Source: an optimization exercise on an open RTL-to-GDS flow (aim: small area, a short achievable clock period and few clock cycles per item). Production flows keep margins and buffers that such runs may drop. In this exercise RTL edits were held to simulation tests only and were not proved equivalent to the original.

Setup of build 25:
Design sht_codegen, start of the top module:
module sht_codegen (
  input  wire         clk,
  input  wire         rst,           
  input  wire [127:0] key,           
  input  wire         req_valid,
  output wire         req_ready,
  input  wire         req_fixed,     
  input  wire [31:0]  req_frame,     
  input  wire [31:0]  req_salt,      
  input  wire [5:0]   req_addr,      
  input  wire [23:0]  req_train,     
  input  wire [5:0]   req_pulses,    
  input  wire [4:0]   req_window,    
  output wire         off_valid,
  input  wire         off_ready,
  output wire [9:0]   off_data,      
  output wire         off_last,      
  output reg  [15:0]  keychk,
  output reg          keychk_valid
);
  reg         b_valid;
  reg  [93:0] base;          
  reg  [1:0]  b_lastblk;     
  reg  [2:0]  b_lastcnt;     
  reg  [4:0]  b_win;
  reg         b_fixed;
  reg  [1:0]  jblk;          
  reg  [1:0]   ini;          
  reg  [4:0]   c;            
  reg  [127:0] s;            
  reg  [287:0] x;            
  reg  [127:0] rk;           
  reg  [71:0]  w;            
  reg  [31:0]  wk;           
  reg          k1_q;         
  reg          go_q;         
  reg          adv_q;        
  reg          ld_q;         
  reg          rdy_q;        
  reg          chk_pending;  
  reg          ja_v, ja_chk, ja_last, ja_fixed;
  ...
For scale: roughly 1200 flip-flops, ~270 I/O pins, about 69000 um2 of cells after synthesis.
==> flow/config.mk <==
export PLATFORM = sky130hd
export DESIGN_NAME = sht_codegen
export DESIGN_NICKNAME = sht_codegen
export VERILOG_FILES = /design/flow/design.v
export SDC_FILE = /design/flow/constraint.sdc
export NUM_CORES = 4
export LEC_CHECK = 0
export CAP_MARGIN = 20
export CELL_PAD_IN_SITES_DETAIL_PLACEMENT = 2
export CELL_PAD_IN_SITES_GLOBAL_PLACEMENT = 2
export CORE_MARGIN = 2
export CORE_UTILIZATION = 30
export CTS_CLUSTER_DIAMETER = 200
export CTS_CLUSTER_SIZE = 20
export PLACE_DENSITY = 0.5
export SETUP_SLACK_MARGIN = 5
export SLEW_MARGIN = 20
==> flow/constraint.sdc <==
create_clock -name core_clock -period 12.0 [get_ports {clk}]
set_input_delay 2.4000 -clock core_clock [delete_from_list [all_inputs] [get_ports {clk}]]
set_output_delay 2.4000 -clock core_clock [all_outputs]
set_load 0.01 [all_outputs]
standard.sh (not shown) runs the stock make flow with config.mk's settings and CLKGATE_MAP_FILE= SYNTH_SCRIPT=/design/flow/synth_recipe.tcl, a recipe that flattens the netlist after the stock synthesis.
==> flow/flow/run.sh <==
#!/bin/bash
set -euo pipefail
W=$(pwd)
export FLOW_ABC_SCRIPT="$W/flow/abc.script"
export FLOW_REF_SYNTH="$W/synth_recipe.tcl"
bash standard.sh SYNTH_SCRIPT="$W/flow/synth_abc.tcl" synth > "$W/synth.log" 2>&1
bash standard.sh SETUP_SLACK_MARGIN=8.35 finish > "$W/layout.log" 2>&1
==> flow/flow/abc.script <==
strash
dc2
&get -n
&dch -f
&nf
&put
==> flow/flow/synth_abc.tcl <==
# The standard flow's synthesis script (synth_recipe.tcl), with ABC's mapping script
# replaced by flow/abc.script. Everything else, flip-flop mapping included,
# is unchanged.
proc abc {args} {
  set i [lsearch -exact $args -script]
  if { $i >= 0 } {
    lset args [expr { $i + 1 }] $::env(FLOW_ABC_SCRIPT)
  }
  yosys abc {*}$args
}
source $::env(FLOW_REF_SYNTH)
Per the final summary, build 25 finished and its layout is clean on timing, DRC and antenna.
Testbench counts of build 25, summed over its fixed seeds: cycles 37,634, items 25,639.
Edits applied to the flow inputs when going from build 25 to build 48:
==> flow/flow/abc.script <==
strash
&get -n
&dch -f
&nf
&put
Notes after the runs:
Delta (build 48 minus build 25): required time at the endpoint of the critical path has decreased; share of the clock period used by the worst path after layout has decreased; worst hold margin has remained practically unchanged. Between build 48 and build 25, the difference in first-pass GRT wire length is negligible.
## Diff of input files: build 76 against build 48
--- a/flow/flow/run.sh
+++ b/flow/flow/run.sh
@@ -7 +7 @@
-bash standard.sh SETUP_SLACK_MARGIN=8.35 finish > "$W/layout.log" 2>&1
+bash standard.sh SETUP_SLACK_MARGIN=8.5 finish > "$W/layout.log" 2>&1
--- outcome ---
Status: average wire per cell in the routed design parity (build 48, build 76)
Relative to build 48, multi-input gate share of the layout cell area has increased by 0.17 points in build 76.
Summary of build 76 over build 48: slack of the critical path moved down; met1 wire length picked up an extra about 1.7%.
[inputs] build 87 vs build 76
--- a/flow/flow/run.sh
+++ b/flow/flow/run.sh
@@ -7 +7 @@
-bash standard.sh SETUP_SLACK_MARGIN=8.5 finish > "$W/layout.log" 2>&1
+bash standard.sh SETUP_SLACK_MARGIN=8.3 finish > "$W/layout.log" 2>&1
Results
Routed length on met3 delta (build 87 -> build 76): insignificant
The worst endpoint data arrival time in build 87 was higher than what build 76 gave.
Build 87 vs. build 76: first-iteration DRC count now sits lower.
Build 76 reports its category of the critical setup timing path as reg -> out while build 87 reports in -> reg.
Build 87 ended up with sky130_fd_sc_hd__nor2_1 as its critical-path cell with the highest stage delay; build 76 ended up with sky130_fd_sc_hd__edfxtp_1.
Higher buffer share of cell area goes to build 76 over build 87.
Compared with build 76, build 87 shows total of clock buffers placed in the layout that has gone up slightly.
Delta (build 87 minus build 76): hold slack shows no meaningful change, number of H-tree branching levels about even, setup slack climbed 0.024 ns, via count moved down.
#### Input delta (build 47 over build 87)
--- a/flow/flow/run.sh
+++ b/flow/flow/run.sh
@@ -7 +7 @@
-bash standard.sh SETUP_SLACK_MARGIN=8.3 finish > "$W/layout.log" 2>&1
+bash standard.sh SETUP_SLACK_MARGIN=8.15 finish > "$W/layout.log" 2>&1
[summary]
Going from build 87 to build 47, post-route minimum period increased by 0.064 ns relative to the old numbers; total routed wire length on the met1 layer shrank by 1.0%. [compare] base=build 87 new=build 47: critical path depth saw an increase; inverter count of the layout excluding clock inverters -about 0.6%. As of build 47, via count had fallen slightly compared to build 87. Build 47 vs. build 87: final standard cell area without fillers fell by about 2.8%, peak clock frequency supported by timing fell by 0.0043 GHz, clock-buffer cell count rose by about 1.2%. Fraction of final layout cells sized beyond drive strength 1 was higher in build 87 than in build 47. Number of non-filler instances in the completed layout (lower): build 47.

-- static timing again, ports no longer ideal --
The results above use ideal ports. As a check the final layouts listed here were re-extracted and re-timed, cells and wires unchanged.
Step 1 assumes that a clkbuf_16 drives the clock port and a buf_2 every other input.
Step 2 times the ports against the registers' clock, not the clock port: input delays grow and output delays shrink by t, the midpoint of the rising clock arrivals with the driver on.
a / b / c = no drivers / after step 1 / after step 2; a / b = the first two.
| run | t (ns) | slack for setup (ns) | worst setup path at the end | worst slew at a driven data input, ns | pins driven straight from the clock port |
|---|---|---|---|---|---|
| build 25 | 0.809 | 7.923 / 7.923 / 7.563 | input to register | 0.11 | 1 |
| build 48 | 0.810 | 8.292 / 8.201 / 7.569 | input to register | 0.08 | 1 |
| build 76 | 0.804 | 8.157 / 8.069 / 7.702 | input to register | 0.10 | 1 |
| build 87 | 0.810 | 8.181 / 8.199 / 7.429 | input to register | 0.08 | 1 |
| build 47 | 0.807 | 8.117 / 8.099 / 7.372 | input to register | 0.06 | 1 |
After both steps every run listed still meets setup and hold. The setup slack of build 87, which loses most, moves by +0.018 ns with the drivers and by -0.752 ns with both steps.
